Context: an optimization exercise on an open-source flow, tuned for small area, a short achievable clock period and few clock cycles per item. The choices shown serve that exercise and are no tape-out recipe. Function was checked by simulation only, so behaviour that the tests miss may differ from the original.

==> flow/design.v, too long to show whole: its modules and the start of the top module <==
// module crc_unit: 333 lines
// module crc_unit_mullo: 2270 lines
// module crc_unit_mulhi: 21 lines
module crc_unit (
    input  wire        clk,
    input  wire        rst,              
    input  wire [6:0]  cfg_width,        
    input  wire [63:0] cfg_poly,         
    input  wire [63:0] cfg_init,
    input  wire [63:0] cfg_xorout,
    input  wire [5:0]  cfg_opts,         
    input  wire [63:0] cfg_prefix,       
    input  wire [3:0]  cfg_prefix_len,   
    input  wire [11:0] cfg_alive_off,
    input  wire        in_valid,
    output wire        in_ready,
    input  wire        in_sof,
    input  wire        in_eof,
    input  wire [3:0]  in_count,         
    input  wire [63:0] in_data,          
    input  wire        discard,
    input  wire        rebase,
    output reg         res_valid,
    output reg  [63:0] res_value,
    output reg  [2:0]  res_verdict,      
    output reg  [31:0] messages,
    output reg  [31:0] rejections
);
  // ...
==> flow/flow/run.sh <==
#!/bin/bash
# The standard layout (standard.sh: the standard synthesis and ORFS
# steps, unchanged), with two changes to how the layout is made:
#  - the port buffers that global placement puts on every input and output
#    are sky130_fd_sc_hd__buf_2 instead of the default delay cell;
#  - the timing repair steps (floorplan, CTS, global route) aim for more
#    setup slack than the default margin, so that they size up the gates on
#    the slowest paths.  The clock period and constraints are the standard flow's.
# The whole make output goes to standard.log; ORFS keeps each step's log
# under orfs/logs.
set -euo pipefail
echo "export BUFFER_PORTS_ARGS = -buffer_cell sky130_fd_sc_hd__buf_2" >> config.mk
bash standard.sh SETUP_SLACK_MARGIN=35.2 finish > standard.log 2>&1
==> flow/standard.sh <==
#!/bin/bash
# synth_recipe.tcl (not shown) runs the flow's synth.tcl, then flattens the netlist and writes it again
# the make line also repeats each setting of config.mk as NAME=value (left out here)
make -C /OpenROAD-flow-scripts/flow DESIGN_CONFIG=/design/flow/config.mk WORK_HOME=/design/flow/orfs CLKGATE_MAP_FILE= SYNTH_SCRIPT=/design/flow/synth_recipe.tcl "${@:-finish}"
==> flow/config.mk <==
export PLATFORM = sky130hd
export DESIGN_NAME = crc_unit
export DESIGN_NICKNAME = crc_unit
export VERILOG_FILES = /design/flow/design.v
export SDC_FILE = /design/flow/constraint.sdc
export NUM_CORES = 8
export LEC_CHECK = 0
export CAP_MARGIN = 20
export CORE_MARGIN = 2
export CORE_UTILIZATION = 30
export SETUP_SLACK_MARGIN = 1.5
export SLEW_MARGIN = 20
export SYNTH_HIERARCHICAL = 1
export BUFFER_PORTS_ARGS = -buffer_cell sky130_fd_sc_hd__buf_2
==> flow/constraint.sdc <==
create_clock -name core_clock -period 45.0 [get_ports {clk}]
set_input_delay 9.0000 -clock core_clock [delete_from_list [all_inputs] [get_ports {clk}]]
set_output_delay 9.0000 -clock core_clock [all_outputs]
set_load 0.01 [all_outputs]
==> results.sh, run 1 <==
export IMPL_status="complete, no violations"
export IMPL_tritoncts="yes"
export IMPL_largestClassByArea="multi-input combinational cells"
export IMPL_holdPathStages=1
export IMPL_rsz0062_at_grt="true"
export IMPL_nNetsFinal=12800
export IMPL_dpl_cell_count=16200
export IMPL_postRouteAntennaNets=0
export IMPL_max_stage_delay_ns=0.40
export IMPL_min_path_type="reg2reg"
export IMPL_drt_initial_drc_count=18800
export IMPL_avgViaCountPerCell=6.04
export IMPL_seq_cells=729
export IMPL_chipHeight_um=555
export IMPL_hold_viol_final=0
export IMPL_setup_slack_ns=34.75
export IMPL_place_ws_ns=33.58
export IMPL_cts_made_buffers=78
export IMPL_rr_worst_depth=34
export IMPL_ctsResizeCount=360
export IMPL_io_buffers=492
export IMPL_endpoint_kind="primary output"
export IMPL_multi_input_area_share_pct=68.4
export IMPL_cap_viol_max_count=0
export IMPL_cts_htree_levels=3
export IMPL_met3_wirelength_um=75400
export IMPL_bufAreaShareNonClock_pct=7.74
export IMPL_layout_commonest_cell="xnor2_1"
export IMPL_crit_chain="buf_6"
export IMPL_die_area_um2=308000
export IMPL_cp_num_cells=1
Testbench counts, summed over its fixed seeds: cycles 12,804, octets 87,825.
==> inputs of run 2 (changes only) <==
--- a/flow/flow/run.sh
+++ b/flow/flow/run.sh
@@ -10,4 +10,4 @@
 # under orfs/logs.
 set -euo pipefail
 echo "export BUFFER_PORTS_ARGS = -buffer_cell sky130_fd_sc_hd__buf_2" >> config.mk
-bash standard.sh SETUP_SLACK_MARGIN=35.2 finish > standard.log 2>&1
+bash standard.sh SETUP_SLACK_MARGIN=34.8 finish > standard.log 2>&1
==> results.sh, run 2 <==
export IMPL_reg2reg_from="sof0"
export IMPL_mostFrequentLayoutCells="2,463 x xnor2_1, 2,039 x nand2_1, 1,325 x nor2_1"
export IMPL_clockBufferDepth=3
export IMPL_postRouteAntennaNets=0
export IMPL_cts_htree_levels=3
export IMPL_hold_ws_ns=0.457
export IMPL_chipHeight_um=555
export IMPL_drive_above_1_share_pct=14.9
export IMPL_yosysWarnings=7
export IMPL_core_area_um2=302000
export IMPL_drv_slew=0
export IMPL_crit_type="reg2out"
export IMPL_syn_instance_count=12300
export IMPL_clkSinkCount=729
export IMPL_startpoint="rdy_q"
export IMPL_antenna_found_initial=57
export IMPL_cp_num_buf_inv=1
export IMPL_cap_viol_max_count=0
export IMPL_grt_pass1_vias=92200
export IMPL_cp_data_required_time_ns=36.00
export IMPL_drt_total_wl_um=527000
export IMPL_start_util_pct=30.1
export IMPL_area_delta_synth_final_pct=15.2
export IMPL_avgViaCountPerCell=6.03
export IMPL_layout_commonest_cell="xnor2_1"
export IMPL_max_stage_delay_ns=0.40
export IMPL_fin_util_pct=34.7
export IMPL_worstMarginPinSlew_ns=1.29
export IMPL_gp_congestion=1.10
export IMPL_drt_initial_drc_count=18200
export IMPL_grt_pass1_wl_um=724000
export IMPL_row_count=202
export IMPL_io_buffers=492
export IMPL_path_max_fanout=2
export IMPL_num_io_pins=493
export IMPL_crit_chain="buf_6"
export IMPL_status="complete, no violations"
export IMPL_min_path_type="reg2reg"
export IMPL_start_kind="flip-flop"
export IMPL_fmax_mhz=97.4
export IMPL_hpwl_um=381000
export IMPL_fin_crit_sh_pct=22.8
export IMPL_avgSynthCellArea_um2=7.42
export IMPL_critPathTopFamily="flip-flops"
export IMPL_drc_errors=0
export IMPL_setup_tns_ns=0
export IMPL_finalSetupViolCount=0
export IMPL_netlist_area_um2=91000
export IMPL_grt_max_degree=90
export IMPL_rsz0062_at_grt="true"
export IMPL_grt_use_total_pct=32.5
export IMPL_tritoncts="yes"
export IMPL_clock_skew_ns=0.0507
export IMPL_slew_headroom_pct=14.1
export IMPL_endpoint_kind="primary output"
export IMPL_insertion_delay_ns=0.76
export IMPL_hp_start="arem_q[2]"
export IMPL_die_area_um2=308000
export IMPL_nNetsFinal=12800
export IMPL_topRoutingLayerUsed="met5"
export IMPL_cts_made_buffers=81
export IMPL_hold_viol_final=0
export IMPL_met1Wirelength_um=188000
export IMPL_drt_pass1_iterations=14
export IMPL_clk_pin_slew_worst_paths_ns=0.06
export IMPL_wire_per_inst_um=31.9
export IMPL_clockRootBuffer="clkbuf_16"
export IMPL_fin_crit_ns=10.26
export IMPL_syn_nets=12600
export IMPL_vias=99600
export IMPL_slowest_stage="dfxtp_4"
export IMPL_met3_wirelength_um=75300
export IMPL_die_x_um=555
export IMPL_arrival_ns=1.26
export IMPL_grt_ovfl_total=0
export IMPL_wl_met2_um=212000
run 2: cell types whose count changed in the layout (fill, tap and decap cells not counted), moves of 6 or more:
cell	change
buf_2	+15
buf_4	-7
buf_6	-19
dfxtp_1	+11
dfxtp_2	-10
inv_6	+8
o21ai_0	+10
o21ai_1	-11
xnor2_1	+32
xnor2_2	-20
xnor2_4	-12
xor2_1	+9
xor2_2	-6
run 2: what timing repair did:
item	4_1_cts	5_1_grt
endpoints found under the setup margin	195	208
hold buffers	0	0
buffers inserted	77	17
pin swaps	2	7
gates cloned	0	0
gates resized for setup	257	191
run 2: tightest hold or removal path: cells and delay by family, from the launching register on:
family	cells	cell delay (ns)
AND/OR/NAND/NOR	1	0.04
AO/OA/AOI/OAI	1	0.06
flip-flops	1	0.32
run 2: worst paths after layout:
path | end | cells after the start | slack (ns)
max | in_ready | 1 | 34.74
min | arem_q[2] | 2 | 0.46
max reg2reg | start_q[34] | 30 | 34.77
min reg2reg | arem_q[2] | 2 | 0.46
run 2: layout make-up:
type,count,area [um2]
fill,32000,197000
antenna,40,100
tap,3978,4980
multi-input combinational,10400,71600
sequential,729,16900
inverter,133,532
timing repair buffer,1114,7890
clock inverter,46,542
clock buffer,105,2320
run 2: routing by layer:
| layer | vias up | global-route usage [%] |
|---|---|---|
| met3 | 2393 | 11.4 |
| met5 | - | 0.0313 |
| met4 | 20 | 25.2 |
| met2 | 8589 | 47.0 |
| met1 | 46700 | 39.2 |
| li1 | 41800 | - |
run 2: through the flow:
step	std cells	instance area (um2)	setup WS, ns
after detailed placement	16200	98800	33.65
after CTS	16500	103000	34.70
after global placement	16200	98700	33.57
after floorplan	12300	91100	34.72
final	16500	105000	34.74
after global routing	16500	105000	34.72
==> module crc_unit, before the edit <==
module crc_unit (
    input  wire        clk,
    input  wire        rst,              
    input  wire [6:0]  cfg_width,        
    input  wire [63:0] cfg_poly,         
    input  wire [63:0] cfg_init,
    input  wire [63:0] cfg_xorout,
    input  wire [5:0]  cfg_opts,         
    input  wire [63:0] cfg_prefix,       
    input  wire [3:0]  cfg_prefix_len,   
    input  wire [11:0] cfg_alive_off,
    input  wire        in_valid,
    output wire        in_ready,
    input  wire        in_sof,
    input  wire        in_eof,
    input  wire [3:0]  in_count,         
    input  wire [63:0] in_data,          
    input  wire        discard,
    input  wire        rebase,
    output reg         res_valid,
    output reg  [63:0] res_value,
    output reg  [2:0]  res_verdict,      
    output reg  [31:0] messages,
    output reg  [31:0] rejections
);
    localparam [2:0] V_NONE = 3'd0, V_OK = 3'd1, V_DIFFERS = 3'd2,
                     V_OOS  = 3'd3, V_BASE = 3'd4;
    localparam [2:0] S_RDY  = 3'd0,   
                     S_LOAD = 3'd1,   
                     S_IDLE = 3'd2,   
                     S_P0   = 3'd3,   
                     S_P1   = 3'd4,   
                     S_P2   = 3'd5,   
                     S_P3   = 3'd6,   
                     S_PF   = 3'd7;   
    integer i, j;
    genvar  gt, gi;
    reg        rst_q;
    reg [5:0]  opts_q;
    reg [6:0]  w_q;
    reg [11:0] aoff_q;
    reg [3:0]  plen_q;
    reg [63:0] xo_q;
    wire opt_refin  = opts_q[0];
    wire opt_refout = opts_q[1];
    wire opt_alive  = opts_q[3];
    wire opt_verify = opts_q[4];
    wire opt_bigend = opts_q[5];
    reg  [6:0] align;
    reg  [3:0] k_q;          
    reg  [8:0] k_oh;
    reg        pref;
    wire [3:0] k_w = opt_verify ? ((w_q + 7'd7) >> 3) : 4'd0;
    always @(posedge clk) begin
        align <= 7'd64 - w_q;
        k_q   <= k_w;
        for (i = 0; i < 9; i = i + 1)
            k_oh[i] <= (k_w == i);
        pref  <= opts_q[2] && (plen_q != 4'd0);
    end
    reg [63:0] poly_q;       
    reg [63:0] mu_q;         
    reg [63:0] start_q;      
    reg [2:0]  seq_q;
    reg        rdy_q;
    reg        rdy_o;        
    assign in_ready = rdy_o;
    reg        v0, sof0, eof0, pf0, d0, rb0;
    reg [3:0]  c0;
    reg [8:0]  c0h;          
    reg [63:0] x0;
    reg [16:0] dsx;          
    reg [8:0]  n0_q;         
    reg [8:0]  n1_q;         
    reg        r_poly;       
    reg        s_cfg;        
    reg [63:0] crc_q;        
    reg [63:0] hold_q;       
    reg [8:0]  d_q;          
    reg [12:0] arem_q;       
    reg [7:0]  ctr_q;
    reg        open_q;
    reg        e1;           
    reg [7:0]  base_q;
    reg        base_held_q;
    wire        active   = v0 && !pf0 && (sof0 || open_q);
    wire [8:0]  dcur     = pf0 ? 9'd1 : sof0 ? k_oh : d_q;
    wire        r_start  = sof0 && !s_cfg;
    wire [8:0]  nsl      = r_start ? n1_q : n0_q;
    wire [16:0] dsh      = sof0 ? 17'd0 : dsx;
    reg  [8:0]  dn, yh;       
    reg         lt;           
    always @(*) begin
        dn = 9'd0; lt = 1'b0;
        for (i = 0; i < 9; i = i + 1)
            for (j = 0; j < 9; j = j + 1) begin
                if (j >= i) dn[j-i] = dn[j-i] | (c0h[i] & dcur[j]);
                else        dn[0]   = dn[0]   | (c0h[i] & dcur[j]);
                if (i < j)  lt      = lt      | (c0h[i] & dcur[j]);
            end
        yh = (eof0 && lt) ? dcur : c0h;
    end
    wire [8:0] d_next = active ? dn : d_q;
    wire [63:0] X = {x0[7:0], x0[15:8], x0[23:16], x0[31:24],
                     x0[39:32], x0[47:40], x0[55:48], x0[63:56]};
    reg  [63:0] Xm;
    always @(*) begin
        for (i = 0; i < 8; i = i + 1)
            Xm[8*i +: 8] = (7 - i < c0) ? X[8*i +: 8] : 8'd0;
    end
    wire [127:0] Jm = {sof0 ? 64'd0 : hold_q, Xm};
    reg [63:0] Dr, Yl;
    always @(*) begin
        Dr = 64'd0;
        Yl = 64'd0;
        for (i = 0; i < 8; i = i + 1) begin
            for (j = 0; j < 17; j = j + 1) begin
                if (i + j <= 7)
                    Dr[8*i +: 8] = Dr[8*i +: 8] | ({8{dsx[j]}} & X[8*(i+j) +: 8]);
                else if (i + j <= 15)
                    Dr[8*i +: 8] = Dr[8*i +: 8] | ({8{dsh[j]}} & hold_q[8*(i+j-8) +: 8]);
            end
            for (j = 0; j < 9; j = j + 1)
                Yl[8*i +: 8] = Yl[8*i +: 8] | ({8{yh[j]}} & Jm[8*(i+8-j) +: 8]);
        end
    end
    reg [63:0] hold_new;
    always @(*) begin
        for (i = 0; i < 8; i = i + 1)
            hold_new[8*i +: 8] = (i < k_q) ? Yl[8*i +: 8] : 8'd0;
    end
    reg [63:0] Dref;
    always @(*) begin
        for (i = 0; i < 64; i = i + 1)
            Dref[i] = opt_refin ? Dr[8*(i/8) + 7 - (i%8)] : Dr[i];
    end
    wire [12:0] arem_cur  = sof0 ? {1'b0, aoff_q} : arem_q;
    wire [7:0]  ctr_cur   = sof0 ? 8'd0 : ctr_q;
    wire [12:0] arem_sub  = arem_cur - {9'd0, c0};
    wire        alive_hit = !arem_cur[12] && arem_sub[12];     
    wire [7:0]  ctr_new   = alive_hit ? x0[8*arem_cur[2:0] +: 8] : ctr_cur;
    wire [12:0] arem_new  = arem_cur[12] ? arem_cur : arem_sub;
    wire [63:0] R_in = r_poly ? poly_q : r_start ? start_q : crc_q;
    reg  [63:0] Rhi, Rlo;
    always @(*) begin
        Rhi = 64'd0;
        Rlo = 64'd0;
        for (i = 0; i < 8; i = i + 1)
            for (j = 0; j < 9; j = j + 1) begin
                if (j > i)
                    Rhi[8*i +: 8] = Rhi[8*i +: 8] | ({8{nsl[j]}} & R_in[8*(i+8-j) +: 8]);
                if (j <= i)
                    Rlo[8*i +: 8] = Rlo[8*i +: 8] | ({8{nsl[j]}} & R_in[8*(i-j) +: 8]);
            end
    end
    wire [63:0] H = Rhi ^ Dref;
    wire [63:0] hp;      
    wire [63:0] q = H ^ hp;
    wire [63:0] lp;      
    crc_unit_mulhi u_mulhi (.a(H), .b(mu_q), .p(hp));
    crc_unit_mullo u_mullo (.a(q), .b(poly_q), .p(lp));
    wire [63:0] R_out = lp ^ Rlo;
    wire        sh_cfg = (seq_q == S_IDLE) || (seq_q == S_P0);
    reg  [63:0] crc_rev;
    always @(*) begin
        for (i = 0; i < 64; i = i + 1) crc_rev[i] = crc_q[63-i];
    end
    wire [63:0] sh_in  = (seq_q == S_IDLE) ? x0 :
                         (seq_q == S_P0)   ? start_q :
                         opt_refout        ? crc_q : crc_rev;
    wire [6:0]  sh_amt = (seq_q == S_IDLE)        ? 7'd64 - w_q :
                         (sh_cfg || !opt_refout) ? align : 7'd0;
    wire [63:0] sh_out = sh_in << sh_amt;
    reg [7:0] mu8;
    reg [7:0] mt;
    always @(*) begin
        mt  = sh_out[63:56];
        mu8 = 8'd0;
        for (i = 7; i >= 0; i = i - 1) begin
            mu8[i] = mt[i];
            if (mt[i])
                for (j = 0; j < i; j = j + 1)
                    mt[j] = mt[j] ^ sh_out[64-i+j];
        end
    end
    reg [63:0] A;
    always @(*) begin
        for (i = 0; i < 64; i = i + 1) A[i] = sh_out[63-i];
    end
    wire [63:0] result = A ^ xo_q;
    reg [63:0] hold_rev;     
    always @(*) begin
        hold_rev = 64'd0;
        for (i = 0; i < 8; i = i + 1)
            for (j = 1; j <= 8; j = j + 1)
                if (i < j)
                    hold_rev[8*i +: 8] = hold_rev[8*i +: 8] |
                                         ({8{k_oh[j]}} & hold_q[8*(j-1-i) +: 8]);
    end
    wire [63:0] recv  = opt_bigend ? hold_q : hold_rev;
    wire        match = (result == recv);
    reg [2:0] verdict;
    always @(*) begin
        if (!opt_verify)
            verdict = V_NONE;
        else if (!match)
            verdict = V_DIFFERS;
        else if (!opt_alive)
            verdict = V_OK;
        else if (!base_held_q)
            verdict = V_BASE;
        else if (ctr_q == base_q + 8'd1)
            verdict = V_OK;
        else
            verdict = V_OOS;
    end
    wire reject = (verdict == V_DIFFERS) || (verdict == V_OOS);
    reg open_next;
    always @(*) begin
        open_next = open_q;
        if (active) open_next = !eof0;
        if (d0 || rst_q) open_next = 1'b0;
    end
    wire restart = (!in_valid && !open_next && !(active && eof0)) || rst;
    function [2:0] adv(input [2:0] s, input p);
        case (s)
            S_RDY:   adv = S_RDY;
            S_P3:    adv = p ? S_PF : S_RDY;
            S_PF:    adv = S_RDY;
            default: adv = s + 3'd1;
        endcase
    endfunction
    wire [2:0] seq_adv  = adv(seq_q, pref);
    wire       pfsel    = (seq_q == S_P3) && pref;
    wire       x0_poly  = !rdy_q && !pfsel;           
    wire [2:0] seq_next = restart ? (x0_poly ? S_IDLE : S_LOAD) : seq_adv;
    wire       capn = rdy_q || pfsel;                 
    reg  [8:0] inh, n0, n1, n_seq, n_pf;
    reg [16:0] dsn, ds_pf;
    always @(*) begin
        case (seq_adv)
            S_P0, S_P1: n_seq = 9'b000000010;
            S_P2:       n_seq = 9'b000000100;
            S_P3:       n_seq = 9'b000010000;
            default:    n_seq = 9'b000000001;
        endcase
        for (i = 0; i < 9; i = i + 1) begin
            n_pf[i] = (plen_q == i);
            inh[i]  = (in_count == i);
        end
        for (i = 0; i < 17; i = i + 1)
            ds_pf[i] = ({1'b0, plen_q} == 8 - i);
        n0 = 9'd0; n1 = 9'd0; dsn = 17'd0;
        for (i = 0; i < 9; i = i + 1)
            for (j = 0; j < 9; j = j + 1) begin
                if (i >= j) begin
                    n0[i-j] = n0[i-j] | (inh[i] & d_next[j]);
                    n1[i-j] = n1[i-j] | (inh[i] & k_oh[j]);
                end else begin
                    n0[0] = n0[0] | (inh[i] & d_next[j]);
                    n1[0] = n1[0] | (inh[i] & k_oh[j]);
                end
                dsn[8-i+j] = dsn[8-i+j] | (inh[i] & k_oh[j]);
            end
    end
    wire        capb  = in_valid && rdy_q;            
    wire [8:0]  n0_n  = rdy_q ? (in_valid ? n0 : 9'd1) : n_seq;
    wire [8:0]  n1_n  = pfsel ? n_pf : n1;
    wire [16:0] dsx_n = pfsel ? ds_pf : capb ? dsn : 17'd0;
    always @(posedge clk) begin
        rst_q  <= rst;
        opts_q <= cfg_opts;
        w_q    <= cfg_width;
        aoff_q <= cfg_alive_off;
        plen_q <= cfg_prefix_len;
        xo_q   <= cfg_xorout;
        seq_q <= seq_next;
        rdy_q <= !restart && (adv(seq_adv, pref) == S_RDY);
        rdy_o <= !restart && (adv(seq_adv, pref) == S_RDY);
        v0   <= (in_valid && rdy_q) || (pfsel && !restart);
        sof0 <= pfsel || (capb && in_sof);
        eof0 <= !pfsel && capb && in_eof;
        pf0  <= pfsel;
        c0   <= pfsel ? plen_q : capb ? in_count : 4'd0;
        c0h  <= pfsel ? n_pf : capb ? inh : 9'd1;
        x0   <= rdy_q ? in_data : pfsel ? cfg_prefix : cfg_poly;
        d0   <= discard && !in_valid;
        rb0  <= rebase && !in_valid;
        n0_q   <= n0_n;
        n1_q   <= n1_n;
        dsx    <= dsx_n;
        r_poly <= !capn && (seq_adv == S_P0);
        s_cfg  <= !capn;
        if (seq_q == S_IDLE) begin
            poly_q  <= sh_out;
            mu_q    <= {mu8, 56'd0};
            start_q <= cfg_init;
        end
        if (seq_q == S_P0)
            start_q <= sh_out;
        if (seq_q == S_P1) mu_q[55:48] <= q[7:0];
        if (seq_q == S_P2) mu_q[47:32] <= q[15:0];
        if (seq_q == S_P3) mu_q[31:0]  <= q[31:0];
        if (v0 && pf0)
            start_q <= R_out;
        crc_q  <= R_out;
        hold_q <= hold_new;
        arem_q <= arem_new;
        ctr_q  <= ctr_new;
        d_q    <= d_next;
        open_q <= open_next;
        e1     <= active && eof0 && !rst_q;
        res_valid   <= e1 && !rst && !rst_q;
        res_value   <= result;
        res_verdict <= verdict;
        messages   <= messages + {31'd0, e1 && !(&messages)};
        rejections <= rejections + {31'd0, e1 && reject && !(&rejections)};
        if (e1) begin
            if (opt_verify && match && opt_alive &&
                (verdict == V_BASE || verdict == V_OK)) begin
                base_q      <= ctr_q;
                base_held_q <= 1'b1;
            end
        end
        if (rb0)
            base_held_q <= 1'b0;
        if (rst_q) begin
            messages    <= 32'd0;
            rejections  <= 32'd0;
            base_held_q <= 1'b0;
        end
    end
endmodule
==> inputs of run 3 (changes only) <==
--- a/flow/design.v
+++ b/flow/design.v
@@ -25,14 +25,7 @@
 );
     localparam [2:0] V_NONE = 3'd0, V_OK = 3'd1, V_DIFFERS = 3'd2,
                      V_OOS  = 3'd3, V_BASE = 3'd4;
-    localparam [2:0] S_RDY  = 3'd0,   
-                     S_LOAD = 3'd1,   
-                     S_IDLE = 3'd2,   
-                     S_P0   = 3'd3,   
-                     S_P1   = 3'd4,   
-                     S_P2   = 3'd5,   
-                     S_P3   = 3'd6,   
-                     S_PF   = 3'd7;   
+    localparam [3:0] S_RDY  = 4'd0, S_LOAD = 4'd1, S_IDLE = 4'd2, S_P0 = 4'd3, S_P1 = 4'd4, S_P2 = 4'd5, S_P3 = 4'd6, S_PF = 4'd7, S_PC = 4'd8;
     integer i, j;
     genvar  gt, gi;
     reg        rst_q;
@@ -61,7 +54,7 @@
     reg [63:0] poly_q;       
     reg [63:0] mu_q;         
     reg [63:0] start_q;      
-    reg [2:0]  seq_q;
+    reg [3:0]  seq_q;
     reg        rdy_q;
     reg        rdy_o;        
     assign in_ready = rdy_o;
@@ -222,18 +215,18 @@
         if (d0 || rst_q) open_next = 1'b0;
     end
     wire restart = (!in_valid && !open_next && !(active && eof0)) || rst;
-    function [2:0] adv(input [2:0] s, input p);
+    function [3:0] adv(input [3:0] s, input p);
         case (s)
             S_RDY:   adv = S_RDY;
             S_P3:    adv = p ? S_PF : S_RDY;
-            S_PF:    adv = S_RDY;
-            default: adv = s + 3'd1;
+            S_PC:    adv = S_RDY;
+            default: adv = s + 4'd1;
         endcase
     endfunction
-    wire [2:0] seq_adv  = adv(seq_q, pref);
+    wire [3:0] seq_adv  = adv(seq_q, pref);
     wire       pfsel    = (seq_q == S_P3) && pref;
     wire       x0_poly  = !rdy_q && !pfsel;           
-    wire [2:0] seq_next = restart ? (x0_poly ? S_IDLE : S_LOAD) : seq_adv;
+    wire [3:0] seq_next = restart ? (x0_poly ? S_IDLE : S_LOAD) : seq_adv;
     wire       capn = rdy_q || pfsel;                 
     reg  [8:0] inh, n0, n1, n_seq, n_pf;
     reg [16:0] dsn, ds_pf;
@@ -301,8 +294,8 @@
         if (seq_q == S_P1) mu_q[55:48] <= q[7:0];
         if (seq_q == S_P2) mu_q[47:32] <= q[15:0];
         if (seq_q == S_P3) mu_q[31:0]  <= q[31:0];
-        if (v0 && pf0)
-            start_q <= R_out;
+        if (seq_q == S_PC)
+            start_q <= crc_q;
         crc_q  <= R_out;
         hold_q <= hold_new;
         arem_q <= arem_new;
@@ -314,7 +307,8 @@
         res_value   <= result;
         res_verdict <= verdict;
         messages   <= messages + {31'd0, e1 && !(&messages)};
-        rejections <= rejections + {31'd0, e1 && reject && !(&rejections)};
+        if (e1 && reject && !(&rejections))
+            rejections <= rejections + 32'd1;
         if (e1) begin
             if (opt_verify && match && opt_alive &&
                 (verdict == V_BASE || verdict == V_OK)) begin
==> results.sh, run 3 <==
export IMPL_setup_slack_ns=34.68
export IMPL_drt_total_wl_um=519000
export IMPL_path_common_cell="xnor2_1"
export IMPL_row_count=203
export IMPL_layout_commonest_cell="xnor2_1"
export IMPL_start_util_pct=30.1
export IMPL_fillers=32600
export IMPL_drt_pass1_iterations=13
export IMPL_nNetsFinal=12900
export IMPL_worstMarginPinSlew_ns=1.39
export IMPL_syn_instance_count=12400
export IMPL_netlist_area_um2=92000
export IMPL_status="complete, no violations"
export IMPL_drv_slew=0
export IMPL_grt_pass1_wl_um=714000
export IMPL_wire_per_inst_um=31.1
export IMPL_hp_start="rst_q"
export IMPL_slew_headroom_pct=7.33
export IMPL_clockRootBuffer="clkbuf_16"
export IMPL_grt_ovfl_total=0
export IMPL_clockBufferDepth=3
export IMPL_setup_tns_ns=0
export IMPL_cts_htree_levels=3
export IMPL_cp_data_required_time_ns=45.60
export IMPL_rsz0062_at_grt="true"
export IMPL_chipHeight_um=558
export IMPL_fin_util_pct=34.1
export IMPL_cts_made_buffers=82
export IMPL_path_max_fanout=51
export IMPL_avgSynthCellArea_um2=7.40
export IMPL_hold_viol_final=0
export IMPL_min_path_type="reg2reg"
export IMPL_area_delta_synth_final_pct=13.1
export IMPL_reg2reg_from="sof0"
export IMPL_finalSetupViolCount=0
export IMPL_antenna_found_initial=42
export IMPL_drive_above_1_share_pct=13.5
export IMPL_die_area_um2=311000
export IMPL_place_ws_ns=33.67
export IMPL_drc_errors=0
export IMPL_syn_nets=12800
export IMPL_core_area_um2=305000
export IMPL_avgViaCountPerCell=6.01
export IMPL_arrival_ns=10.92
export IMPL_cap_viol_max_count=0
export IMPL_grt_pass1_vias=91800
export IMPL_crit_type="reg2reg"
export IMPL_max_stage_delay_ns=0.71
export IMPL_gp_congestion=1.06
export IMPL_clk_pin_slew_worst_paths_ns=0.06
export IMPL_mostFrequentLayoutCells="2,562 x xnor2_1, 2,043 x nand2_1, 1,296 x nor2_1"
export IMPL_hpwl_um=369000
export IMPL_grt_use_total_pct=31.7
export IMPL_fmax_mhz=96.9
export IMPL_endpoint_kind="flip-flop"
export IMPL_fin_crit_ns=10.32
export IMPL_vias=100000
export IMPL_design_area_um2=104000
export IMPL_insertion_delay_ns=0.76
export IMPL_tritoncts="yes"
export IMPL_yosysWarnings=7
export IMPL_postRouteAntennaNets=0
export IMPL_clock_skew_ns=0.0639
export IMPL_startpoint="sof0"
export IMPL_die_x_um=558
export IMPL_fin_crit_sh_pct=22.9
export IMPL_drt_initial_drc_count=18600
export IMPL_clkSinkCount=730
export IMPL_io_buffers=492
export IMPL_placed_area_um2=99600
export IMPL_grt_max_degree=108
export IMPL_ff2ff_setup_slack_ns=34.68
export IMPL_start_kind="flip-flop"
export IMPL_num_io_pins=493
export IMPL_slowest_stage="dfxtp_4"
## run 3: routing by layer
metal  track usage, %  up-vias  wire [um]  part of all wire, %
li1                 -    42500          -                    -
met1             38.4    47000     186000                   36
met2             44.8     8606     205000                   40
met3             11.9     2234      77500                   15
met4             24.6       36      50100                  9.7
met5             1.30        -        660                 0.13
## run 3: worst max-delay path, delay by kind of cell, from the launching register on
kind                   cells  cell delay [ns]
multiplexers               1             0.19
AND/OR/NAND/NOR            3             0.43
flip-flops                 1             0.71
AO/OA/AOI/OAI              2             0.96
buffers and inverters      7             1.91
XOR/XNOR                  18             5.86
## run 3: path summary, 6_finish.rpt
path | depth (start not counted) | end
worst max-delay path | 31 | crc_q[31]
worst min-delay path | 1 | open_q
worst max register to register | 31 | crc_q[31]
worst min register to register | 1 | open_q
## run 3: what timing repair did
action                                  CTS  global route
buffers inserted                         37            25
gates resized for setup                 188           103
hold buffers                              0             0
endpoints found under the setup margin  129           137
endpoints found under the hold margin     0             0
## run 3: area by class of cell
type | count | area (um2) | area share, %
diodes | 17 | 42.5 | 0.0409
multi-input cells | 10500 | 71100 | 68.4
flip-flops and latches | 730 | 16900 | 16.3
clock inverters | 42 | 539 | 0.519
well taps | 4100 | 5130 | 4.93
repair buffers | 1074 | 7450 | 7.17
inverters | 134 | 515 | 0.496
clock buffers | 110 | 2310 | 2.22
## run 3: metrics by stage
step                cells  hold slack (ns)
floorplan           12400            0.375
global placement    16500            0.406
detailed placement  16500            0.411
CTS                 16700            0.418
global route        16700            0.419
finish              16700            0.416
Testbench counts of run 3, summed over its fixed seeds: cycles 12,820, octets 87,825.
==> inputs of run 4 (changes only) <==
--- a/flow/flow/run.sh
+++ b/flow/flow/run.sh
@@ -10,4 +10,4 @@
 # under orfs/logs.
 set -euo pipefail
 echo "export BUFFER_PORTS_ARGS = -buffer_cell sky130_fd_sc_hd__buf_2" >> config.mk
-bash standard.sh SETUP_SLACK_MARGIN=34.8 finish > standard.log 2>&1
+bash standard.sh SETUP_SLACK_MARGIN=35.2 finish > standard.log 2>&1
==> results.sh, run 4 <==
export IMPL_status="complete, no violations"
export IMPL_critPathTopFamily="flip-flops"
export IMPL_cp_data_required_time_ns=36.00
export IMPL_grt_use_total_pct=32.3
export IMPL_antenna_found_initial=34
export IMPL_netlist_area_um2=92000
export IMPL_io_buffers=492
export IMPL_setup_slack_ns=34.73
export IMPL_grt_ovfl_total=0
export IMPL_area_delta_synth_final_pct=14.3
export IMPL_syn_instance_count=12400
export IMPL_fin_crit_ns=10.27
export IMPL_clkSinkCount=730
export IMPL_wire_per_inst_um=31.5
export IMPL_place_ws_ns=34.03
export IMPL_postRouteAntennaNets=0
export IMPL_drt_initial_drc_count=19000
export IMPL_chipHeight_um=558
export IMPL_cts_htree_levels=3
export IMPL_rsz0062_at_grt="true"
export IMPL_mostFrequentLayoutCells="2,528 x xnor2_1, 2,041 x nand2_1, 1,295 x nor2_1"
export IMPL_max_stage_delay_ns=0.44
export IMPL_gp_congestion=1.05
export IMPL_avgViaCountPerCell=6.06
export IMPL_fin_crit_sh_pct=22.8
export IMPL_worstMarginPinSlew_ns=1.34
export IMPL_row_count=203
export IMPL_fin_cells=16800
export IMPL_start_kind="flip-flop"
export IMPL_cts_made_buffers=84
export IMPL_placed_area_um2=99600
export IMPL_design_area_um2=105000
export IMPL_crit_type="reg2out"
export IMPL_drt_pass1_iterations=14
export IMPL_core_area_um2=305000
export IMPL_drv_slew=0
export IMPL_hold_viol_final=0
export IMPL_tritoncts="yes"
export IMPL_startpoint="rdy_q"
export IMPL_finalSetupViolCount=0
export IMPL_start_util_pct=30.1
export IMPL_die_area_um2=311000
export IMPL_ff2ff_setup_slack_ns=35.16
export IMPL_nNetsFinal=12900
export IMPL_cap_viol_max_count=0
export IMPL_grt_pass1_vias=92700
export IMPL_multi_input_area_um2=71400
export IMPL_endpoint_kind="primary output"
export IMPL_crit_path_end="in_ready"
export IMPL_dpl_cell_count=16500
export IMPL_avgSynthCellArea_um2=7.40
export IMPL_num_io_pins=493
export IMPL_setup_tns_ns=0
export IMPL_yosysWarnings=7
export IMPL_insertion_delay_ns=0.75
export IMPL_fillers=32400
export IMPL_slew_headroom_pct=10.9
export IMPL_holdBufCountCts=0
export IMPL_clk_pin_slew_worst_paths_ns=0.06
export IMPL_slowest_stage="dfxtp_4"
export IMPL_clockRootBuffer="clkbuf_16"
export IMPL_reg2reg_from="sof0"
export IMPL_rr_worst_depth=29
export IMPL_drt_total_wl_um=528000
export IMPL_vias=102000
export IMPL_hpwl_um=375000
export IMPL_r2r_end="crc_q[29]"
export IMPL_regArea_um2=16900
export IMPL_drive_above_1_share_pct=14.3
export IMPL_crit_chain="buf_6"
export IMPL_layout_commonest_cell="xnor2_1"
export IMPL_min_path_type="reg2reg"
export IMPL_fmax_mhz=97.4
export IMPL_cp_num_buf_inv=1
export IMPL_clock_skew_ns=0.0641
export IMPL_path_max_fanout=2
export IMPL_cp_num_cells=1
export IMPL_drc_errors=0
export IMPL_grt_pass1_wl_um=724000
export IMPL_grt_max_degree=93
export IMPL_die_x_um=558
export IMPL_arrival_ns=1.27
export IMPL_syn_nets=12800
export IMPL_fin_util_pct=34.4
export IMPL_clockBufferDepth=3
==> run 4: metal layers <==
metal | GRT usage (%) | vias up | share of wire (%)
li1 | - | 42600 | -
met1 | 39.3 | 47900 | 36
met2 | 45.6 | 8781 | 40
met3 | 12.1 | 2221 | 15
met4 | 24.7 | 21 | 9.3
met5 | 0.633 | - | 0.065
==> run 4: how the worst min path moves through the flow <==
| stage | start | to | cells after the start |
|---|---|---|---|
| finish | base_held_q | res_verdict[2] | 1 |
| CTS | rst_q | open_q | 1 |
| detailed placement | rst_q | open_q | 1 |
| global placement | rst_q | open_q | 1 |
| global route | base_held_q | res_verdict[2] | 1 |
| floorplan | rb0 | base_held_q | 1 |
==> run 4: area by class of cell <==
class / instances / area share, %
Antenna cell: 31 / 0.0738
Clock buffer: 114 / 2.32
Clock inverter: 40 / 0.456
Inverter: 134 / 0.498
Multi-Input combinational cell: 10500 / 68.0
Sequential cell: 730 / 16.1
Tap cell: 4100 / 4.88
Timing Repair Buffer: 1116 / 7.66
==> run 4: per-stage QoR <==
step,hold slack (ns)
after floorplan,0.375
after global placement,0.407
after detailed placement,0.411
after CTS,0.420
after global routing,0.443
final,0.423
==> run 4: repair_timing <==
| item | 4_1_cts | 5_1_grt |
|---|---|---|
| setup endpoints to repair | 220 | 206 |
| setup buffers | 59 | 31 |
| pin swaps | 1 | 10 |
| resized for setup | 283 | 111 |
| hold endpoints to repair | 0 | 0 |
| cloned | 0 | 2 |
==> inputs of run 5 (changes only) <==
--- a/flow/config.mk
+++ b/flow/config.mk
@@ -8,6 +8,8 @@
 export CAP_MARGIN = 20
 export CORE_MARGIN = 2
 export CORE_UTILIZATION = 30
+export CTS_CLUSTER_DIAMETER = 100
+export CTS_CLUSTER_SIZE = 20
 export SETUP_SLACK_MARGIN = 1.5
 export SLEW_MARGIN = 20
 export SYNTH_HIERARCHICAL = 1
==> results.sh, run 5 <==
export IMPL_cp_num_buf_inv=1
export IMPL_arrival_ns=1.27
export IMPL_syn_instance_count=12400
export IMPL_drive_above_1_share_pct=13.8
export IMPL_clkSinkCount=730
export IMPL_clk_pin_slew_worst_paths_ns=0.10
export IMPL_startpoint="res_value[6]"
export IMPL_yosysWarnings=7
export IMPL_grt_ovfl_total=0
export IMPL_hpwl_um=375000
export IMPL_clock_skew_ns=0.0832
export IMPL_setup_tns_ns=0
export IMPL_endpoint_kind="primary output"
export IMPL_hold_viol_final=0
export IMPL_syn_nets=12800
export IMPL_nNetsFinal=12900
export IMPL_row_count=203
export IMPL_wire_per_inst_um=31.6
export IMPL_dpl_cell_count=16500
export IMPL_fin_cells=16700
export IMPL_drt_initial_drc_count=19200
export IMPL_design_area_um2=104000
export IMPL_cp_data_required_time_ns=36.00
export IMPL_drv_slew=0
export IMPL_crit_type="reg2out"
export IMPL_clockRootBuffer="clkbuf_16"
export IMPL_layout_commonest_cell="xnor2_1"
export IMPL_crit_chain="buf_6"
export IMPL_fin_crit_sh_pct=22.8
export IMPL_critPathTopFamily="flip-flops"
export IMPL_cts_htree_levels=2
export IMPL_path_max_fanout=1
export IMPL_postRouteAntennaNets=0
export IMPL_avgSynthCellArea_um2=7.40
export IMPL_die_x_um=558
export IMPL_rsz0062_at_grt="true"
export IMPL_slowest_stage="dfxtp_4"
export IMPL_start_util_pct=30.1
export IMPL_avgViaCountPerCell=6.06
export IMPL_grt_max_degree=93
export IMPL_num_io_pins=493
export IMPL_slew_headroom_pct=8.36
export IMPL_ff2ff_setup_slack_ns=35.14
export IMPL_grt_pass1_wl_um=722000
export IMPL_crit_path_end="res_value[6]"
export IMPL_status="complete, no violations"
export IMPL_drt_total_wl_um=526000
export IMPL_tritoncts="yes"
export IMPL_drt_pass1_iterations=12
export IMPL_gp_congestion=1.05
export IMPL_cts_made_buffers=49
export IMPL_grt_pass1_vias=92200
export IMPL_grt_use_total_pct=32.2
export IMPL_finalSetupViolCount=0
export IMPL_insertion_delay_ns=0.77
export IMPL_chipHeight_um=558
export IMPL_fmax_mhz=97.4
export IMPL_holdBufCountCts=0
export IMPL_mostFrequentLayoutCells="2,528 x xnor2_1, 2,041 x nand2_1, 1,293 x nor2_1"
export IMPL_fin_crit_ns=10.27
export IMPL_fin_util_pct=33.9
export IMPL_die_area_um2=311000
export IMPL_reg2reg_from="sof0"
export IMPL_placed_area_um2=99600
export IMPL_max_stage_delay_ns=0.38
export IMPL_netlist_area_um2=92000
export IMPL_area_delta_synth_final_pct=12.7
export IMPL_vias=101000
export IMPL_r2r_end="crc_q[47]"
export IMPL_clockBufferDepth=3
export IMPL_cap_viol_max_count=0
export IMPL_min_path_type="reg2reg"
export IMPL_worstMarginPinSlew_ns=1.37
export IMPL_rr_worst_depth=28
export IMPL_start_kind="flip-flop"
export IMPL_core_area_um2=305000
export IMPL_cp_num_cells=1
export IMPL_antenna_found_initial=32
export IMPL_drc_errors=0
export IMPL_io_buffers=492
==> run 5: cell type report <==
cell class,count,area (um2)
Clock inverter,18,239
Multi-Input combinational cell,10500,71400
Antenna cell,26,65.1
Timing Repair Buffer,1115,8020
Inverter,134,523
Tap cell,4100,5130
Sequential cell,730,16900
Clock buffer,61,1290
Fill cell,32600,202000
==> run 5: metal layers <==
layer / vias up / part of all wire [%] / GRT usage (%)
met5: - / 0.033 / 0.170
met4: 14 / 9.5 / 24.7
met3: 2215 / 15 / 11.7
met2: 8835 / 40 / 45.3
met1: 47500 / 36 / 39.5
li1: 42500 / - / -
==> run 5: timing repair <==
item	in CTS	in global routing
setup buffers	58	31
setup endpoints to repair	218	203
pin swaps	1	10
gates resized for setup	283	106
cloned	0	2
==> run 5: worst min path at each step <==
| stage | end | startpoint | depth (start not counted) |
|---|---|---|---|
| global placement | open_q | rst_q | 1 |
| finish | res_verdict[2] | base_held_q | 1 |
| CTS | open_q | rst_q | 1 |
| global route | open_q | rst_q | 1 |
| detailed placement | open_q | rst_q | 1 |
| floorplan | base_held_q | rb0 | 1 |
==> run 5: through the flow <==
step | hold slack, ns | setup slack (ns)
2_1_floorplan | 0.375 | 34.75
3_3_place_gp | 0.407 | 34.03
3_5_place_dp | 0.411 | 34.03
4_1_cts | 0.424 | 34.70
5_1_grt | 0.458 | 34.71
6_report | 0.436 | 34.73
==> inputs of run 6 (changes only) <==
--- a/flow/config.mk
+++ b/flow/config.mk
@@ -7,7 +7,7 @@
 export LEC_CHECK = 0
 export CAP_MARGIN = 20
 export CORE_MARGIN = 2
-export CORE_UTILIZATION = 30
+export CORE_UTILIZATION = 40
 export CTS_CLUSTER_DIAMETER = 100
 export CTS_CLUSTER_SIZE = 20
 export SETUP_SLACK_MARGIN = 1.5
==> results.sh, run 6 <==
export IMPL_finalSetupViolCount=0
export IMPL_drt_initial_drc_count=19100
export IMPL_avgSynthCellArea_um2=7.40
export IMPL_hpwl_um=355000
export IMPL_wire_per_inst_um=32.2
export IMPL_dpl_cell_count=15400
export IMPL_yosysWarnings=7
export IMPL_rsz0062_at_grt="true"
export IMPL_clkSinkCount=730
export IMPL_start_kind="flip-flop"
export IMPL_fillers=23300
export IMPL_drt_pass1_iterations=14
export IMPL_placed_area_um2=98000
export IMPL_avgViaCountPerCell=6.46
export IMPL_cts_htree_levels=2
export IMPL_holdPathStages=1
export IMPL_fin_crit_sh_pct=22.7
export IMPL_clk_pin_slew_worst_paths_ns=0.09
export IMPL_syn_nets=12800
export IMPL_nNetsFinal=12900
export IMPL_status="complete, no violations"
export IMPL_clockBufferDepth=3
export IMPL_crit_chain="buf_6"
export IMPL_grt_max_degree=105
export IMPL_fmax_mhz=97.7
export IMPL_slowest_stage="dfxtp_4"
export IMPL_grt_use_total_pct=40.7
export IMPL_cts_made_buffers=48
export IMPL_num_io_pins=493
export IMPL_rr_worst_depth=29
export IMPL_cp_num_cells=1
export IMPL_mostFrequentLayoutCells="2,530 x xnor2_1, 2,042 x nand2_1, 1,296 x nor2_1"
export IMPL_syn_instance_count=12400
export IMPL_tritoncts="yes"
export IMPL_endpoint_kind="primary output"
export IMPL_grt_pass1_wl_um=697000
export IMPL_clockRootBuffer="clkbuf_16"
export IMPL_design_area_um2=102000
export IMPL_row_count=176
export IMPL_worstMarginPinSlew_ns=1.35
export IMPL_slew_headroom_pct=9.98
export IMPL_insertion_delay_ns=0.73
export IMPL_die_area_um2=234000
export IMPL_cp_data_required_time_ns=36.00
export IMPL_gp_congestion=1.09
export IMPL_drive_above_1_share_pct=13.6
export IMPL_setup_tns_ns=0
export IMPL_clock_skew_ns=0.0630
export IMPL_drv_slew=0
export IMPL_drc_errors=0
export IMPL_antenna_found_initial=46
export IMPL_grt_pass1_vias=91300
export IMPL_fin_cells=15600
export IMPL_area_delta_synth_final_pct=11.1
export IMPL_max_stage_delay_ns=0.42
export IMPL_vias=101000
export IMPL_min_path_type="reg2reg"
export IMPL_drt_total_wl_um=503000
export IMPL_postRouteAntennaNets=0
export IMPL_hold_viol_final=0
export IMPL_layout_commonest_cell="xnor2_1"
export IMPL_critPathTopFamily="flip-flops"
export IMPL_start_util_pct=40.1
export IMPL_cp_num_buf_inv=1
export IMPL_path_max_fanout=2
export IMPL_die_x_um=483
export IMPL_chipHeight_um=483
export IMPL_io_buffers=492
export IMPL_crit_type="reg2out"
export IMPL_fin_crit_ns=10.23
export IMPL_core_area_um2=229000
export IMPL_grt_ovfl_total=0
export IMPL_arrival_ns=1.23
export IMPL_cap_viol_max_count=0
export IMPL_netlist_area_um2=92000
run 6: worst paths after layout:
path	start	slack, ns	endpoint
setup / recovery	rdy_q	34.77	in_ready
hold / removal	d0	0.42	open_q
setup reg to reg	dsx[5]	35.13	crc_q[47]
hold reg to reg	d0	0.42	open_q
run 6: area by class of cell:
type / instances / area, um2 / area share (%)
Multi-Input combinational cell: 10500 / 71400 / 69.9
Inverter: 134 / 534 / 0.523
Clock inverter: 15 / 267 / 0.261
Timing Repair Buffer: 1089 / 7860 / 7.69
Sequential cell: 730 / 16900 / 16.5
Antenna cell: 42 / 105 / 0.103
Clock buffer: 62 / 1310 / 1.28
Tap cell: 3026 / 3790 / 3.70
run 6: through the flow:
| step | hold slack [ns] | setup WS [ns] | utilization [%] |
|---|---|---|---|
| after detailed placement | 0.402 | 33.83 | 42.7 |
| after CTS | 0.415 | 34.77 | 44.1 |
| after global placement | 0.399 | 33.79 | 42.7 |
| final | 0.422 | 34.77 | 44.6 |
| after global routing | 0.454 | 34.75 | 44.6 |
| after floorplan | 0.375 | 34.75 | - |
run 6: routing by layer:
layer  global-route usage [%]  vias up  routed length, um
li1                         -    42500                  -
met1                     49.9    47000             179000
met2                     56.5     8837             197000
met3                     15.6     2352              76400
met4                     31.8       24              49500
met5                     1.35        -                460
run 6: what timing repair did:
item,4_1_cts,5_1_grt
buffers inserted,72,34
endpoints found under the setup margin,214,204
hold buffers,0,0
pin swaps,1,13
gates cloned,0,2
gates resized for setup,317,99
endpoints found under the hold margin,0,0
==> inputs of run 7 (changes only) <==
--- a/flow/flow/run.sh
+++ b/flow/flow/run.sh
@@ -10,4 +10,4 @@
 # under orfs/logs.
 set -euo pipefail
 echo "export BUFFER_PORTS_ARGS = -buffer_cell sky130_fd_sc_hd__buf_2" >> config.mk
-bash standard.sh SETUP_SLACK_MARGIN=35.2 finish > standard.log 2>&1
+bash standard.sh SETUP_SLACK_MARGIN=35.0 finish > standard.log 2>&1
--- a/flow/config.mk
+++ b/flow/config.mk
@@ -7,7 +7,7 @@
 export LEC_CHECK = 0
 export CAP_MARGIN = 20
 export CORE_MARGIN = 2
-export CORE_UTILIZATION = 40
+export CORE_UTILIZATION = 30
 export CTS_CLUSTER_DIAMETER = 100
 export CTS_CLUSTER_SIZE = 20
 export SETUP_SLACK_MARGIN = 1.5
==> results.sh, run 7 <==
export IMPL_status="complete, no violations"
export IMPL_grt_max_degree=105
export IMPL_nNetsFinal=12900
export IMPL_reg2reg_from="sof0"
export IMPL_cp_num_buf_inv=1
export IMPL_clock_skew_ns=0.0459
export IMPL_layout_commonest_cell="xnor2_1"
export IMPL_grt_ovfl_total=0
export IMPL_chipHeight_um=558
export IMPL_path_max_fanout=2
export IMPL_drive_above_1_share_pct=13.5
export IMPL_avgViaCountPerCell=6.05
export IMPL_tritoncts="yes"
export IMPL_ff2ff_setup_slack_ns=34.77
export IMPL_yosysWarnings=7
export IMPL_drt_initial_drc_count=19000
export IMPL_die_area_um2=311000
export IMPL_drc_errors=0
export IMPL_hpwl_um=377000
export IMPL_drt_pass1_iterations=19
export IMPL_core_area_um2=305000
export IMPL_critPathTopFamily="flip-flops"
export IMPL_cap_viol_max_count=0
export IMPL_endpoint_kind="primary output"
export IMPL_crit_chain="buf_6"
export IMPL_clockBufferDepth=3
export IMPL_cp_num_cells=1
export IMPL_start_kind="flip-flop"
export IMPL_mostFrequentLayoutCells="2,532 x xnor2_1, 2,042 x nand2_1, 1,296 x nor2_1"
export IMPL_vias=101000
export IMPL_io_buffers=492
export IMPL_cts_htree_levels=2
export IMPL_avgSynthCellArea_um2=7.40
export IMPL_wire_per_inst_um=31.7
export IMPL_clockRootBuffer="clkbuf_16"
export IMPL_holdBufCountCts=0
export IMPL_antenna_found_initial=44
export IMPL_slowest_stage="dfxtp_4"
export IMPL_start_util_pct=30.1
export IMPL_min_path_type="reg2reg"
export IMPL_grt_pass1_vias=91600
export IMPL_syn_nets=12800
export IMPL_arrival_ns=1.30
export IMPL_fin_crit_sh_pct=22.9
export IMPL_drt_total_wl_um=528000
export IMPL_finalSetupViolCount=0
export IMPL_clkSinkCount=730
export IMPL_hold_ws_ns=0.409
export IMPL_worstMarginPinSlew_ns=1.35
export IMPL_hold_viol_final=0
export IMPL_cp_data_required_time_ns=36.00
export IMPL_cts_made_buffers=50
export IMPL_grt_use_total_pct=32.2
export IMPL_netlist_area_um2=92000
export IMPL_clk_pin_slew_worst_paths_ns=0.09
export IMPL_rsz0062_at_grt="true"
export IMPL_slew_headroom_pct=9.97
export IMPL_r2r_end="crc_q[33]"
export IMPL_crit_type="reg2out"
export IMPL_drv_slew=0
export IMPL_setup_tns_ns=0
export IMPL_rr_worst_depth=29
export IMPL_grt_pass1_wl_um=721000
export IMPL_row_count=203
export IMPL_num_io_pins=493
export IMPL_fin_crit_ns=10.30
export IMPL_fin_util_pct=33.9
export IMPL_crit_path_end="in_ready"
export IMPL_die_x_um=558
export IMPL_postRouteAntennaNets=0
export IMPL_area_delta_synth_final_pct=12.4
export IMPL_fmax_mhz=97.1
export IMPL_insertion_delay_ns=0.74
export IMPL_max_stage_delay_ns=0.46
export IMPL_startpoint="rdy_q"
export IMPL_syn_instance_count=12400
export IMPL_gp_congestion=1.05
## run 7: cell count changes in the layout (fill, tap and decap cells not counted), moves of 5 or more
cell,before,now
dfxtp_4,25,30
clkinvlp_4,7,2
dfxtp_1,386,395
diode_2,42,33
buf_4,584,590
buf_6,123,112
dfxtp_2,113,99
buf_2,370,378
## run 7: cell type report
cell class                      count  area, um2
Fill cell                       32600     202000
Multi-Input combinational cell  10500      71400
Sequential cell                   730      16900
Timing Repair Buffer             1093       7810
Tap cell                         4100       5130
Clock buffer                       61       1290
Inverter                          134        515
Clock inverter                     18        235
Antenna cell                       33       82.6
## run 7: through the flow
stage	area (um2)	cells	worst slack (ns)
finish	103000	16700	34.70
detailed placement	99500	16500	33.72
global placement	99500	16500	33.72
CTS	103000	16600	34.69
global route	103000	16600	34.68
floorplan	92100	12400	34.75
## run 7: worst min path at each step
stage,start,endpoint,slack [ns],cells past startpoint
floorplan,rb0,base_held_q,0.38,1
global route,d0,open_q,0.42,1
finish,d0,open_q,0.41,1
global placement,rb0,base_held_q,0.40,1
detailed placement,d0,open_q,0.39,1
CTS,d0,open_q,0.41,1
## run 7: per-layer routing
metal / track usage, % / up-vias / share of wire (%)
met1: 39.0 / 47300 / 35
met3: 12.8 / 2246 / 15
met5: 0 / - / 0.042
li1: - / 42500 / -
met4: 24.4 / 32 / 9.6
met2: 45.2 / 8727 / 39
## run 7: repair_timing
action / 4_1_cts / 5_1_grt
buffers inserted: 65 / 14
pin swaps: 0 / 2
gates resized for setup: 297 / 80
endpoints found under the setup margin: 209 / 182
cloned: 0 / 1
hold endpoints to repair: 0 / 0
==> inputs of run 8 (changes only) <==
==> flow/flow/run.sh (replaced) <==
#!/bin/bash
# The standard layout (standard.sh: the standard synthesis and ORFS
# steps, unchanged), with two changes to how the layout is made:
#  - the port buffers that global placement puts on every input and output
#    are sky130_fd_sc_hd__buf_1 (the timing repair sizes up those on
#    slow paths) instead of the default delay cell;
#  - the timing repair steps (floorplan, CTS, global route) aim for more
#    setup slack than the default margin, so that they size up the gates on
#    the slowest paths.  The clock period and constraints are the standard flow's.
# The whole make output goes to standard.log; ORFS keeps each step's log
# under orfs/logs.
set -euo pipefail
echo "export BUFFER_PORTS_ARGS = -buffer_cell sky130_fd_sc_hd__buf_1" >> config.mk
bash standard.sh SETUP_SLACK_MARGIN=35.2 finish > standard.log 2>&1
==> flow/config.mk (replaced) <==
export PLATFORM = sky130hd
export DESIGN_NAME = crc_unit
export DESIGN_NICKNAME = crc_unit
export VERILOG_FILES = /design/flow/design.v
export SDC_FILE = /design/flow/constraint.sdc
export NUM_CORES = 8
export LEC_CHECK = 0
export CAP_MARGIN = 20
export CORE_MARGIN = 2
export CORE_UTILIZATION = 50
export SETUP_SLACK_MARGIN = 1.5
export SLEW_MARGIN = 20
export SYNTH_HIERARCHICAL = 1
export BUFFER_PORTS_ARGS = -buffer_cell sky130_fd_sc_hd__buf_1
==> results.sh, run 8 <==
export IMPL_status="stopped before the end"
export IMPL_haltStage="global routing (5_1_grt)"
export IMPL_error_line="[ERROR GRT-0232] Routing congestion too high. Check the congestion heatmap in the GUI."
export IMPL_hpwl_um=380000
export IMPL_avgSynthCellArea_um2=7.40
export IMPL_crit_endpoint="messages[17]"
export IMPL_clockRootBuffer="clkbuf_16"
export IMPL_start_util_pct=50.3
export IMPL_endpoint_type="top-level output"
export IMPL_die_x_um=433
export IMPL_row_count=157
export IMPL_chipHeight_um=433
export IMPL_clockBufferDepth=3
export IMPL_io_buffers=492
export IMPL_num_io_pins=493
export IMPL_cts_htree_levels=3
export IMPL_grt_max_degree=124
export IMPL_syn_instance_count=12400
export IMPL_grt_use_total_pct=55.6
export IMPL_grt_ovfl_total=4
export IMPL_netlist_area_um2=92000
export IMPL_gp_congestion=1.07
export IMPL_cts_made_buffers=78
export IMPL_holdBufCountCts=0
export IMPL_yosysWarnings=7
export IMPL_syn_nets=12800
-- run 8: worst max-delay path by stage --
stage | from | slack (ns) | cells after the start | endpoint
after floorplan | in_count[3] | 34.75 | 8 | n1_q[0]
after global placement | in_count[2] | 33.70 | 7 | n1_q[1]
after detailed placement | in_count[2] | 33.69 | 7 | n1_q[1]
after CTS | messages[18] | 34.75 | 1 | messages[18]
-- run 8: timing repair --
item | in CTS
pin swaps | 7
gates cloned | 2
gates resized for setup | 483
endpoints found under the setup margin | 217
setup buffers | 64
-- run 8: layer usage --
metal | GRT usage, % | overflow
met1 | 64.4 | 0
met4 | 50.5 | 2
met2 | 75.6 | 2
met3 | 25.4 | 0
met5 | 2.03 | 0
-- run 8: stage by stage --
stage	std cells	instance area (um2)	utilization (%)	worst slack, ns
CTS	15000	102000	55.6	34.75
floorplan	12400	92100	-	34.75
global placement	14800	96900	53.0	33.70
detailed placement	14800	96900	53.0	33.69
==> inputs of run 9 (changes only) <==
--- a/flow/config.mk
+++ b/flow/config.mk
@@ -8,6 +8,8 @@
 export CAP_MARGIN = 20
 export CORE_MARGIN = 2
 export CORE_UTILIZATION = 50
+export CTS_CLUSTER_DIAMETER = 100
+export CTS_CLUSTER_SIZE = 20
 export SETUP_SLACK_MARGIN = 1.5
 export SLEW_MARGIN = 20
 export SYNTH_HIERARCHICAL = 1
==> results.sh, run 9 <==
export IMPL_status="complete, no violations"
export IMPL_drt_initial_drc_count=21500
export IMPL_max_stage_delay_ns=0.40
export IMPL_fin_crit_sh_pct=22.8
export IMPL_endpoint_kind="primary output"
export IMPL_start_util_pct=50.3
export IMPL_path_max_fanout=5
export IMPL_cts_made_buffers=47
export IMPL_cts_htree_levels=2
export IMPL_slew_headroom_pct=6.71
export IMPL_core_area_um2=183000
export IMPL_grt_pass1_wl_um=742000
export IMPL_cp_num_buf_inv=1
export IMPL_drc_errors=0
export IMPL_grt_use_total_pct=54.8
export IMPL_worstMarginPinSlew_ns=1.40
export IMPL_layout_commonest_cell="xnor2_1"
export IMPL_setup_tns_ns=0
export IMPL_drt_total_wl_um=538000
export IMPL_cp_data_required_time_ns=36.00
export IMPL_slowest_stage="dfxtp_4"
export IMPL_fin_util_pct=55.3
export IMPL_die_area_um2=187000
export IMPL_clock_skew_ns=0.0466
export IMPL_fin_crit_ns=10.24
export IMPL_die_x_um=433
export IMPL_start_kind="flip-flop"
export IMPL_grtUsageMet1_pct=63.9
export IMPL_avgSynthCellArea_um2=7.40
export IMPL_area_delta_synth_final_pct=9.92
export IMPL_grt_pass1_vias=97800
export IMPL_wire_per_inst_um=35.8
export IMPL_gp_congestion=1.07
export IMPL_clkSinkCount=730
export IMPL_clockBufferDepth=3
export IMPL_clockRootBuffer="clkbuf_16"
export IMPL_drv_slew=0
export IMPL_hpwl_um=380000
export IMPL_met3_usage_pct=24.4
export IMPL_num_io_pins=493
export IMPL_syn_instance_count=12400
export IMPL_io_buffers=492
export IMPL_grt_max_degree=124
export IMPL_syn_nets=12800
export IMPL_row_count=157
export IMPL_fmax_mhz=97.7
export IMPL_globalRouteMet2Util_pct=75.3
export IMPL_postRouteAntennaNets=0
export IMPL_arrival_ns=1.24
export IMPL_grt_busiest_layer="met2"
export IMPL_yosysWarnings=7
export IMPL_crit_chain="buf_6"
export IMPL_holdBufCountCts=0
export IMPL_clk_pin_slew_worst_paths_ns=0.09
export IMPL_avgViaCountPerCell=7.00
export IMPL_netlist_area_um2=92000
export IMPL_crit_type="reg2out"
export IMPL_cap_viol_max_count=0
export IMPL_critPathTopFamily="flip-flops"
export IMPL_rsz0062_at_grt="true"
export IMPL_tritoncts="yes"
export IMPL_grt_ovfl_total=0
export IMPL_nNetsFinal=12900
export IMPL_drive_above_1_share_pct=10.9
export IMPL_insertion_delay_ns=0.73
export IMPL_hold_viol_final=0
export IMPL_mostFrequentLayoutCells="2,542 x xnor2_1, 2,041 x nand2_1, 1,292 x nor2_1"
export IMPL_chipHeight_um=433
export IMPL_finalSetupViolCount=0
export IMPL_vias=105000
export IMPL_min_path_type="reg2reg"
export IMPL_antenna_found_initial=39
export IMPL_drt_pass1_iterations=22
run 9: area by class of cell:
| type | count | area [um2] |
|---|---|---|
| diodes | 23 | 57.6 |
| clock buffers | 62 | 1280 |
| clock inverters | 14 | 185 |
| fillers | 17200 | 81800 |
| inverters | 134 | 510 |
| multi-input cells | 10500 | 71500 |
| flip-flops and latches | 730 | 16900 |
| well taps | 2464 | 3080 |
| repair buffers | 1092 | 7490 |
run 9: repair_timing:
action                                  4_1_cts  5_1_grt
gates resized for setup                     490       80
buffers inserted                             70       13
pin swaps                                     8        7
hold endpoints to repair                      0        0
cloned                                        2        0
endpoints found under the setup margin      222      197
run 9: path summary, 6_finish.rpt:
kind	startpoint	to	slack (ns)	cells after the start
hold / removal	rb0	base_held_q	0.41	1
hold reg to reg	rb0	base_held_q	0.41	1
setup / recovery	rejections[18]	rejections[18]	34.76	1
setup reg to reg	dsx[10]	crc_q[56]	34.94	28
run 9: per-layer routing:
metal | vias to the layer above | wire (um)
met3 | 3342 | 87000
met2 | 10300 | 207000
met1 | 48900 | 182000
met5 | - | 632
met4 | 40 | 61500
li1 | 42400 | -
run 9: metrics by stage:
stage	hold slack, ns	area (um2)	cells	setup WS (ns)
floorplan	0.375	92100	12400	34.75
CTS	0.416	100000	15000	34.77
detailed placement	0.399	96900	14800	33.69
finish	0.413	101000	15000	34.76
global placement	0.404	96900	14800	33.70
global route	0.432	101000	15000	34.75

==> re-timing with driven ports <==
In the flow no input, the clock included, has a driving cell. The finished layouts below were timed again as built, in two steps.
Step 1, drivers: a clkbuf_16 drives clk and a buf_2 each remaining input, both assumed.
Step 2 moves the port delays by t, midway between the first and last clock arrival at a register: inputs arrive t later, outputs are due t later. That takes back most of the time a late clock gives input paths.
Slacks: ideal ports / drivers / drivers and shift; pairs: ideal ports / drivers.
run | t, ns | slack for setup (ns) | worst slew at a driven data input, ns | cell pins on the clock port's net
run 1 | 0.830 | 34.752 / 34.665 / 34.377 | 0.22 | 1
run 2 | 0.817 | 34.736 / 34.655 / 34.039 | 0.19 | 1
run 3 | 0.827 | 34.679 / 34.629 / 34.147 | 0.21 | 1
run 4 | 0.827 | 34.732 / 34.624 / 34.256 | 0.23 | 1
run 5 | 0.833 | 34.733 / 34.627 / 34.287 | 0.23 | 1
run 6 | 0.788 | 34.769 / 34.675 / 34.321 | 0.25 | 1
run 7 | 0.833 | 34.697 / 34.586 / 34.242 | 0.25 | 1
run 9 | 0.803 | 34.761 / 34.666 / 34.378 | 0.18 | 1
After both steps setup and hold are still met in every run listed. The setup slack of run 2, which loses most, moves by -0.081 ns with the drivers and by -0.697 ns with both steps.
